Context: an optimization exercise on an open-source flow, tuned for small area, a short achievable clock period and few clock cycles per item. The choices shown serve that exercise and are no tape-out recipe.

alpha:
// damask_ga
module damask_ga (
    input  wire        clk,
    input  wire        rst,         
    input  wire        start,       
    input  wire [47:0] acc,         
    input  wire [7:0]  dks,         
    input  wire [3:0]  cls,         
    input  wire [15:0] age_gmax,    
    input  wire        age_en,      
    output reg         dec_rd,      
    output reg  [3:0]  dec_cls,     
    output reg  [5:0]  dec_idx,     
    input  wire [15:0] dec_data,    
    output reg         done,        
    output reg  [15:0] ga,          
    output reg         age_cap      
);
==> flow/config.mk <==
export PLATFORM = sky130hd
export DESIGN_NAME = damask_ga
export DESIGN_NICKNAME = damask_ga
export VERILOG_FILES = /design/flow/design.v
export SDC_FILE = /design/flow/constraint.sdc
export NUM_CORES = 4
export LEC_CHECK = 0
export ABC_AREA = 1
export CAP_MARGIN = 20
export CORE_MARGIN = 2
export CORE_UTILIZATION = 50
export CTS_CLUSTER_DIAMETER = 60
export CTS_CLUSTER_SIZE = 12
export SLEW_MARGIN = 20
==> flow/constraint.sdc <==
create_clock -name core_clock -period 12.0 [get_ports {clk}]
set_input_delay 2.4000 -clock core_clock [delete_from_list [all_inputs] [get_ports {clk}]]
set_output_delay 2.4000 -clock core_clock [all_outputs]
set_load 0.01 [all_outputs]
standard.sh (not shown) runs the stock make flow with config.mk's settings and CLKGATE_MAP_FILE= SYNTH_SCRIPT=/design/flow/synth_recipe.tcl, a recipe that flattens the netlist after the stock synthesis.
==> flow/flow/run.sh <==
#!/bin/bash
# Standard layout with two changes to how it is made (the clock and the
# constraints are unchanged):
#  - the timing repair steps aim for more setup slack than the period needs;
#  - the port buffers are plain buffers instead of the delay cells that
#    buffer_ports picks by default.
set -euo pipefail
export SETUP_SLACK_MARGIN=${MARGIN:-8.5}
export BUFFER_PORTS_ARGS="-buffer_cell sky130_fd_sc_hd__buf_2"
bash standard.sh > standard.log 2>&1
The following lists how beta was set up differently from alpha:
--- a/flow/design.v
+++ b/flow/design.v
@@ -28,16 +28,24 @@
     reg [15:0] X;        
     reg [15:0] dd;       
     reg        eq;       
     reg        stop_d;   
     reg [7:0]  Bsel;     
     reg [6:0]  nzr;      
     reg [1:0]  fbr;      
-    reg f_lin, f_int, f_c16, f_c14, f_c10, f_c18, f_late, f_c26;
-    reg f_int1, f_int3, f_int10, f_far2, f_div0, f_last, g;
+    reg f_lin, f_int, f_c18, f_late;
+    reg f_div0, f_last, g;
+    wire f_c16  = (c <= 5'd16);
+    wire f_c14  = (c <= 5'd14);
+    wire f_c10  = (c <= 5'd10);
+    wire f_c26  = (c == 5'd26);
+    wire f_int1 = st[2] & (c == 5'd1);
+    wire f_int3 = st[2] & (c == 5'd3);
+    wire f_int10 = st[2] & (c == 5'd10);
+    wire f_far2 = st[3] & (c == 5'd2);
     wire in_idle = st[I_IDLE];
     wire in_str  = st[I_STR];
     wire in_int  = st[I_INT];
     wire in_far  = st[I_FAR];
     wire in_div  = st[I_DIV];
     wire in_cap  = st[I_CAP];
     wire [55:0] accx = {7'd0, acc, 1'b0};               
@@ -119,35 +127,28 @@
             if (in_int & f_int10) begin st_n = 6'd1 << I_DIV; c_n = 5'd0; end
             if (in_far & f_far2)  begin st_n = 6'd1 << I_DIV; c_n = 5'd0; end
             if (in_div & (xit | (f_last & ~eq2))) st_n = 6'd1 << I_IDLE;
             if (in_div & f_last & eq2 & ~xit)      st_n = 6'd1 << I_CAP;
             if (in_cap)                            st_n = 6'd1 << I_IDLE;
         end
     end
-    wire n_str = ~rst & ((in_idle & start & age_en)
+    wire n_str = ~rst & ((in_idle & start & age_en & ~far_early)
                | (in_str & ~str_far & ~str_int & ~lin_now));
     wire n_int = ~rst & ((in_str & str_int) | (in_int & ~f_int10));
-    wire n_far = ~rst & ((in_str & str_far) | (in_far & ~f_far2));
+    wire n_far = ~rst & ((in_idle & start & age_en & far_early)
+               | (in_str & str_far) | (in_far & ~f_far2));
     wire n_div = ~rst & ((in_str & lin_now) | (in_int & f_int10)
                | (in_far & f_far2) | (in_div & ~f_last));
     always @(posedge clk) begin
         st <= st_n;
         c  <= c_n;
         f_lin   <= n_str & (c_n >= 5'd6) & (c_n <= 5'd18);
         f_int   <= n_int & (c_n >= 5'd4);
-        f_c16   <= n_str & (c_n <= 5'd16);
-        f_c14   <= (c_n <= 5'd14);
-        f_c10   <= (c_n <= 5'd10);
         f_c18   <= n_str & (c_n == 5'd18);
         f_late  <= n_str & (c_n >= 5'd19);
-        f_c26   <= (c_n == 5'd26);
-        f_int1  <= n_int & (c_n == 5'd1);
-        f_int3  <= n_int & (c_n == 5'd3);
-        f_int10 <= n_int & (c_n == 5'd10);
-        f_far2  <= n_far & (c_n == 5'd2);
         f_div0  <= n_div & (c_n == 5'd0);
         f_last  <= n_div & (c_n == 5'd15);
         g       <= age_gmax[4'd15 - c_n[3:0]];
         done    <= 1'b0;
         dec_rd  <= ~rst;
         dec_cls <= cls;
         dd      <= dec_data;
==> comparison <==
From alpha to beta the numbers moved as follows: non-clock buffer count has decreased, total area of multi-input combinational cells +about 0.8%.
beta vs. alpha: routed length on met3 lost 22%; wire length decreased 4.8%.
No run of this note included a check of the RTL's function; only the layout flow was run.

The RTL this note starts from:
==> flow/design.v <==
module damask_ga (
    input  wire        clk,
    input  wire        rst,         
    input  wire        start,       
    input  wire [47:0] acc,         
    input  wire [7:0]  dks,         
    input  wire [3:0]  cls,         
    input  wire [15:0] age_gmax,    
    input  wire        age_en,      
    output reg         dec_rd,      
    output reg  [3:0]  dec_cls,     
    output reg  [5:0]  dec_idx,     
    input  wire [15:0] dec_data,    
    output reg         done,        
    output reg  [15:0] ga,          
    output reg         age_cap      
);
    localparam [2:0] S_IDLE = 3'd0,
                     S_STR  = 3'd1,    
                     S_INT  = 3'd2,    
                     S_FAR  = 3'd3,    
                     S_DIV  = 3'd4,    
                     S_CAP  = 3'd5;    
    reg [2:0]  st;
    reg [4:0]  c;        
    reg [1:0]  pa;       
    reg        pz;       
    reg [7:0]  dk;       
    reg [7:0]  R;        
    reg [17:0] W;        
    reg        odd;      
    reg [16:0] L;        
    reg [15:0] X;        
    reg [15:0] dd;       
    reg        eq;       
    wire in_idle = (st == S_IDLE);
    wire in_str  = (st == S_STR);
    wire in_int  = (st == S_INT);
    wire in_far  = (st == S_FAR);
    wire in_div  = (st == S_DIV);
    wire in_cap  = (st == S_CAP);
    wire [55:0] accx = {7'd0, acc, 1'b0};               
    wire [6:0]  nzb;                                     
    genvar gi;
    generate for (gi = 0; gi < 7; gi = gi + 1) begin : NZ
        assign nzb[gi] = |accx[8*gi +: 8];
    end endgenerate
    wire [2:0]  cb   = c[4:2];
    wire [7:0]  B    = (cb < 3'd7) ? accx[8*cb +: 8] : 8'd0;
    wire [7:0]  Bs   = B >> {c[1:0], 1'b0};
    wire [6:0]  nzab = nzb >> cb;                        
    wire        abv  = |nzab[6:1];
    wire        pz_n = ~(|Bs | abv) | ~(|dks);
    wire far_early = (|acc[47:42] & dks[7])
                   | (|acc[47:43] & |dks[7:6])
                   | (|acc[47:44] & |dks[7:5])
                   | (|acc[47:45] & |dks[7:4])
                   | (|acc[47:46] & |dks[7:3])
                   | ( acc[47]    & |dks[7:2]);
    wire [9:0] sumR = {2'b0, R} + (pa[0] ? {2'b0, dk} : 10'd0)
                                + (pa[1] ? {1'b0, dk, 1'b0} : 10'd0);
    wire       stop = pz & (R == 8'd0);        
    wire       odd_n = W[17];
    wire [1:0] m2   = odd_n ? W[16:15] : W[15:14];
    wire [2:0] cj   = c[2:0] - 3'd3;             
    wire [5:0] j    = {cj, odd_n, m2};
    wire lin_now  = in_str & (c == 5'd18) & stop;
    wire str_late = in_str & (c >= 5'd19);
    wire str_far  = str_late & (stop ? (j == 6'd63) : (c == 5'd26));
    wire str_int  = str_late & stop & (j != 6'd63);
    wire lin_step = in_str & (c >= 5'd6) & (c <= 5'd18);
    wire int_step = in_int & (c >= 5'd4);
    wire [1:0] fb = lin_step ? W[17:16] : (odd ? W[2:1] : W[1:0]);
    wire [15:0] s0 = fb[0] ? dd : X;
    wire [15:0] s1 = fb[1] ? dd : X;
    wire [18:0] sumL = {2'b0, L} + {3'b0, s0} + {2'b0, s1, 1'b0};
    wire [16:0] Lstep = sumL[18:2];
    wire        l_end = lin_now | (in_int & (c == 5'd10));
    wire [16:0] Lnext = (lin_step | int_step) ? Lstep
                      : in_idle ? 17'd32768
                      : (in_int & (c == 5'd3)) ? {1'b0, dd} + 17'd8192
                      : in_far ? {1'b0, dd}
                      : L;
    wire [16:0] V    = L;
    wire [16:0] x1   = {X, ga[15] & ~in_cap};
    wire [17:0] d1   = {1'b0, x1} - {1'b0, V} - {17'd0, in_cap};
    wire        q1   = ~d1[17];
    wire [15:0] r1   = q1 ? d1[15:0] : x1[15:0];
    wire [16:0] x2   = {r1, ga[14]};
    wire [17:0] d2   = {1'b0, x2} - {1'b0, V};
    wire        q2   = ~d2[17];
    wire [15:0] r2   = q2 ? d2[15:0] : x2[15:0];
    wire [7:0]  godd = {age_gmax[15], age_gmax[13], age_gmax[11], age_gmax[9],
                        age_gmax[7],  age_gmax[5],  age_gmax[3],  age_gmax[1]};
    wire [7:0]  gevn = {age_gmax[14], age_gmax[12], age_gmax[10], age_gmax[8],
                        age_gmax[6],  age_gmax[4],  age_gmax[2],  age_gmax[0]};
    wire        g1   = godd[3'd7 - c[2:0]];
    wire        g2   = gevn[3'd7 - c[2:0]];
    wire        sat  = (c == 5'd0) & (V <= 17'd8192);
    wire        eq1  = eq & (q1 == g1);
    wire        gt   = (eq & q1 & ~g1) | (eq1 & q2 & ~g2);
    wire        eq2  = eq1 & (q2 == g2);
    wire        last = (c[2:0] == 3'd7);
    always @(posedge clk) begin
        done    <= 1'b0;
        dec_rd  <= ~rst;
        dec_cls <= cls;
        dd      <= dec_data;
        dk      <= dks;
        pa      <= {B[{c[1:0], 1'b1}], B[{c[1:0], 1'b0}]};
        pz      <= pz_n;
        R       <= in_str ? sumR[9:2] : 8'd128;
        L       <= Lnext;
        eq      <= 1'b1;
        if (l_end)
            ga <= {1'b0, Lnext[15:1]};
        if ((in_str & ~(str_late & stop)) | int_step)
            W <= {sumR[1:0], W[17:2]};
        if (in_idle)
            X <= 16'd32768;
        else if ((in_str & (c == 5'd18)) | in_far | (in_int & (c == 5'd10)))
            X <= 16'd8192;
        else if (in_int & (c == 5'd3))
            X <= dd;
        if (rst) begin
            st      <= S_IDLE;
            c       <= 5'd0;
            dec_idx <= 6'd0;
        end else begin
            c <= c + 5'd1;
            case (st)
                S_IDLE: begin
                    dec_idx <= 6'd0;
                    c       <= 5'd0;
                    if (start) begin
                        if (!age_en) begin
                            ga      <= 16'd16384;
                            age_cap <= 1'b0;
                            done    <= 1'b1;
                        end else if (far_early) begin
                            dec_idx <= 6'd63;
                            c       <= 5'd1;
                            st      <= S_FAR;
                        end else begin
                            c       <= 5'd1;
                            st      <= S_STR;
                        end
                    end
                end
                S_STR: begin
                    dec_idx <= 6'd0;
                    if (str_far) begin
                        dec_idx <= 6'd63;
                        c       <= 5'd1;
                        st      <= S_FAR;
                    end else if (str_int) begin
                        dec_idx <= j;
                        odd     <= odd_n;
                        c       <= 5'd1;
                        st      <= S_INT;
                    end else if (lin_now) begin
                        c       <= 5'd0;
                        st      <= S_DIV;
                    end
                end
                S_INT: begin
                    if (c == 5'd1)
                        dec_idx <= dec_idx + 6'd1;
                    if (c == 5'd10) begin
                        c  <= 5'd0;
                        st <= S_DIV;
                    end
                end
                S_FAR: begin
                    if (c == 5'd3) begin
                        ga <= {1'b0, dd[15:1]};
                        c  <= 5'd0;
                        st <= S_DIV;
                    end
                end
                S_DIV: begin
                    X  <= r2;
                    ga <= {ga[13:0], q1, q2};
                    eq <= eq2;
                    if (sat | gt) begin
                        ga      <= age_gmax;
                        age_cap <= 1'b1;
                        done    <= 1'b1;
                        c       <= 5'd0;
                        st      <= S_IDLE;
                    end else if (last) begin
                        if (eq2) begin
                            st <= S_CAP;
                        end else begin
                            age_cap <= 1'b0;
                            done    <= 1'b1;
                            c       <= 5'd0;
                            st      <= S_IDLE;
                        end
                    end
                end
                S_CAP: begin
                    ga      <= age_gmax;
                    age_cap <= q1;
                    done    <= 1'b1;
                    c       <= 5'd0;
                    st      <= S_IDLE;
                end
                default: st <= S_IDLE;
            endcase
        end
    end
endmodule
clock: 12.0 ns
lec_check: 0
cap_margin: 20
core_margin: 2
core_utilization: 40
cts_cluster_diameter: 60
cts_cluster_size: 12
slew_margin: 20
run.sh (not shown) runs the stock make flow with config.mk's settings and CLKGATE_MAP_FILE= SYNTH_SCRIPT=/design/flow/synth_recipe.tcl, a recipe that flattens the netlist after the stock synthesis.
Stock flow here: none of the scripts above is used.
Rerun with:
--- a/flow/design.v
+++ b/flow/design.v
@@ -31,10 +31,11 @@
     reg        odd;      
     reg [16:0] L;        
     reg [15:0] X;        
     reg [15:0] dd;       
     reg        eq;       
+    reg        stop_d;   
     wire in_idle = (st == S_IDLE);
     wire in_str  = (st == S_STR);
     wire in_int  = (st == S_INT);
     wire in_far  = (st == S_FAR);
     wire in_div  = (st == S_DIV);
@@ -74,35 +75,32 @@
     wire [15:0] s0 = fb[0] ? dd : X;
     wire [15:0] s1 = fb[1] ? dd : X;
     wire [18:0] sumL = {2'b0, L} + {3'b0, s0} + {2'b0, s1, 1'b0};
     wire [16:0] Lstep = sumL[18:2];
     wire        l_end = lin_now | (in_int & (c == 5'd10));
-    wire [16:0] Lnext = (lin_step | int_step) ? Lstep
+    wire        tail  = in_str & stop_d & (c <= 5'd14);
+    wire        tl16  = (c <= 5'd10);
+    wire signed [15:0] u = {~L[15], L[14:0]};
+    wire signed [15:0] u8 = u >>> 8;
+    wire [16:0] Ltail = tl16 ? {1'b0, L[15], {15{~L[15]}}}
+                             : {1'b0, ~u8[15], u8[14:0]};
+    wire [16:0] Lnext = tail ? Ltail
+                      : (lin_step | int_step) ? Lstep
                       : in_idle ? 17'd32768
                       : (in_int & (c == 5'd3)) ? {1'b0, dd} + 17'd8192
-                      : in_far ? {1'b0, dd}
+                      : (in_far & (c == 5'd2)) ? {1'b0, dec_data}
                       : L;
     wire [16:0] V    = L;
-    wire [16:0] x1   = {X, ga[15] & ~in_cap};
-    wire [17:0] d1   = {1'b0, x1} - {1'b0, V} - {17'd0, in_cap};
+    wire [16:0] x1   = {X, ga[15]};
+    wire [17:0] d1   = {1'b0, x1} - {1'b0, V};
     wire        q1   = ~d1[17];
     wire [15:0] r1   = q1 ? d1[15:0] : x1[15:0];
-    wire [16:0] x2   = {r1, ga[14]};
-    wire [17:0] d2   = {1'b0, x2} - {1'b0, V};
-    wire        q2   = ~d2[17];
-    wire [15:0] r2   = q2 ? d2[15:0] : x2[15:0];
-    wire [7:0]  godd = {age_gmax[15], age_gmax[13], age_gmax[11], age_gmax[9],
-                        age_gmax[7],  age_gmax[5],  age_gmax[3],  age_gmax[1]};
-    wire [7:0]  gevn = {age_gmax[14], age_gmax[12], age_gmax[10], age_gmax[8],
-                        age_gmax[6],  age_gmax[4],  age_gmax[2],  age_gmax[0]};
-    wire        g1   = godd[3'd7 - c[2:0]];
-    wire        g2   = gevn[3'd7 - c[2:0]];
+    wire        g1   = age_gmax[4'd15 - c[3:0]];
     wire        sat  = (c == 5'd0) & (V <= 17'd8192);
-    wire        eq1  = eq & (q1 == g1);
-    wire        gt   = (eq & q1 & ~g1) | (eq1 & q2 & ~g2);
-    wire        eq2  = eq1 & (q2 == g2);
-    wire        last = (c[2:0] == 3'd7);
+    wire        gt   = eq & q1 & ~g1;
+    wire        eq2  = eq & (q1 == g1);
+    wire        last = (c[3:0] == 4'd15);
     always @(posedge clk) begin
         done    <= 1'b0;
         dec_rd  <= ~rst;
         dec_cls <= cls;
         dd      <= dec_data;
@@ -110,10 +108,11 @@
         pa      <= {B[{c[1:0], 1'b1}], B[{c[1:0], 1'b0}]};
         pz      <= pz_n;
         R       <= in_str ? sumR[9:2] : 8'd128;
         L       <= Lnext;
         eq      <= 1'b1;
+        stop_d  <= stop & in_str;
         if (l_end)
             ga <= {1'b0, Lnext[15:1]};
         if ((in_str & ~(str_late & stop)) | int_step)
             W <= {sumR[1:0], W[17:2]};
         if (in_idle)
@@ -147,10 +146,12 @@
                         end
                     end
                 end
                 S_STR: begin
                     dec_idx <= 6'd0;
+                    if (tail)
+                        c <= c + (tl16 ? 5'd8 : 5'd4);
                     if (str_far) begin
                         dec_idx <= 6'd63;
                         c       <= 5'd1;
                         st      <= S_FAR;
                     end else if (str_int) begin
@@ -170,19 +171,19 @@
                         c  <= 5'd0;
                         st <= S_DIV;
                     end
                 end
                 S_FAR: begin
-                    if (c == 5'd3) begin
-                        ga <= {1'b0, dd[15:1]};
+                    if (c == 5'd2) begin
+                        ga <= {1'b0, dec_data[15:1]};
                         c  <= 5'd0;
                         st <= S_DIV;
                     end
                 end
                 S_DIV: begin
-                    X  <= r2;
-                    ga <= {ga[13:0], q1, q2};
+                    X  <= r1;
+                    ga <= {ga[14:0], q1};
                     eq <= eq2;
                     if (sat | gt) begin
                         ga      <= age_gmax;
                         age_cap <= 1'b1;
                         done    <= 1'b1;
@@ -199,11 +200,11 @@
                         end
                     end
                 end
                 S_CAP: begin
                     ga      <= age_gmax;
-                    age_cap <= q1;
+                    age_cap <= ({X, 1'b0} > V);
                     done    <= 1'b1;
                     c       <= 5'd0;
                     st      <= S_IDLE;
                 end
                 default: st <= S_IDLE;
After rerunning:
- The changed run completed without violations
- final cell count drops by 9.9%
- synthesized cell count went down by 9.8%
- global-route usage went up by 1.8 points
- first-iteration DRC count rose by 18%
- routed wire length drops by 2.9%
- synthesized area went down by 10%
- final area went down by 8.9%
No run of this note included a check of the RTL's function; only the layout flow was run.

==> port drivers added, routing unchanged <==
The results above use ideal ports. As a check the final layouts listed here were re-extracted and re-timed, cells and wires unchanged. Step 1 sets driving cells, clkbuf_16 on the clock port and buf_2 on the other inputs (assumed; they add their load-dependent delay and slew). Step 2 times the ports against the registers' clock, not the clock port: input delays grow and output delays shrink by t, the midpoint of the rising clock arrivals with the driver on. Slacks: no drivers / after step 1 / after step 2; pairs: no drivers / after step 1.
run | t (ns) | setup slack, ns | worst register clock-pin slew, ns | worst slew at a driven data input, ns | cell pins on the clock port's net
alpha | 0.486 | 8.527 / 8.481 / 8.113 | 0.08 / 0.08 | 0.05 | 1
beta | 0.485 | 8.533 / 8.480 / 8.106 | 0.07 / 0.07 | 0.06 | 1
the first run of note 2 | 0.469 | 5.101 / 5.101 / 5.101 | 0.07 / 0.07 | 0.06 | 1
the second run of note 2 | 0.479 | 5.112 / 5.112 / 5.112 | 0.07 / 0.07 | 0.06 | 1
After both steps every run listed still meets setup and hold. For beta, which loses most, drivers alone change the setup slack by -0.053 ns; drivers and shift together by -0.427 ns.
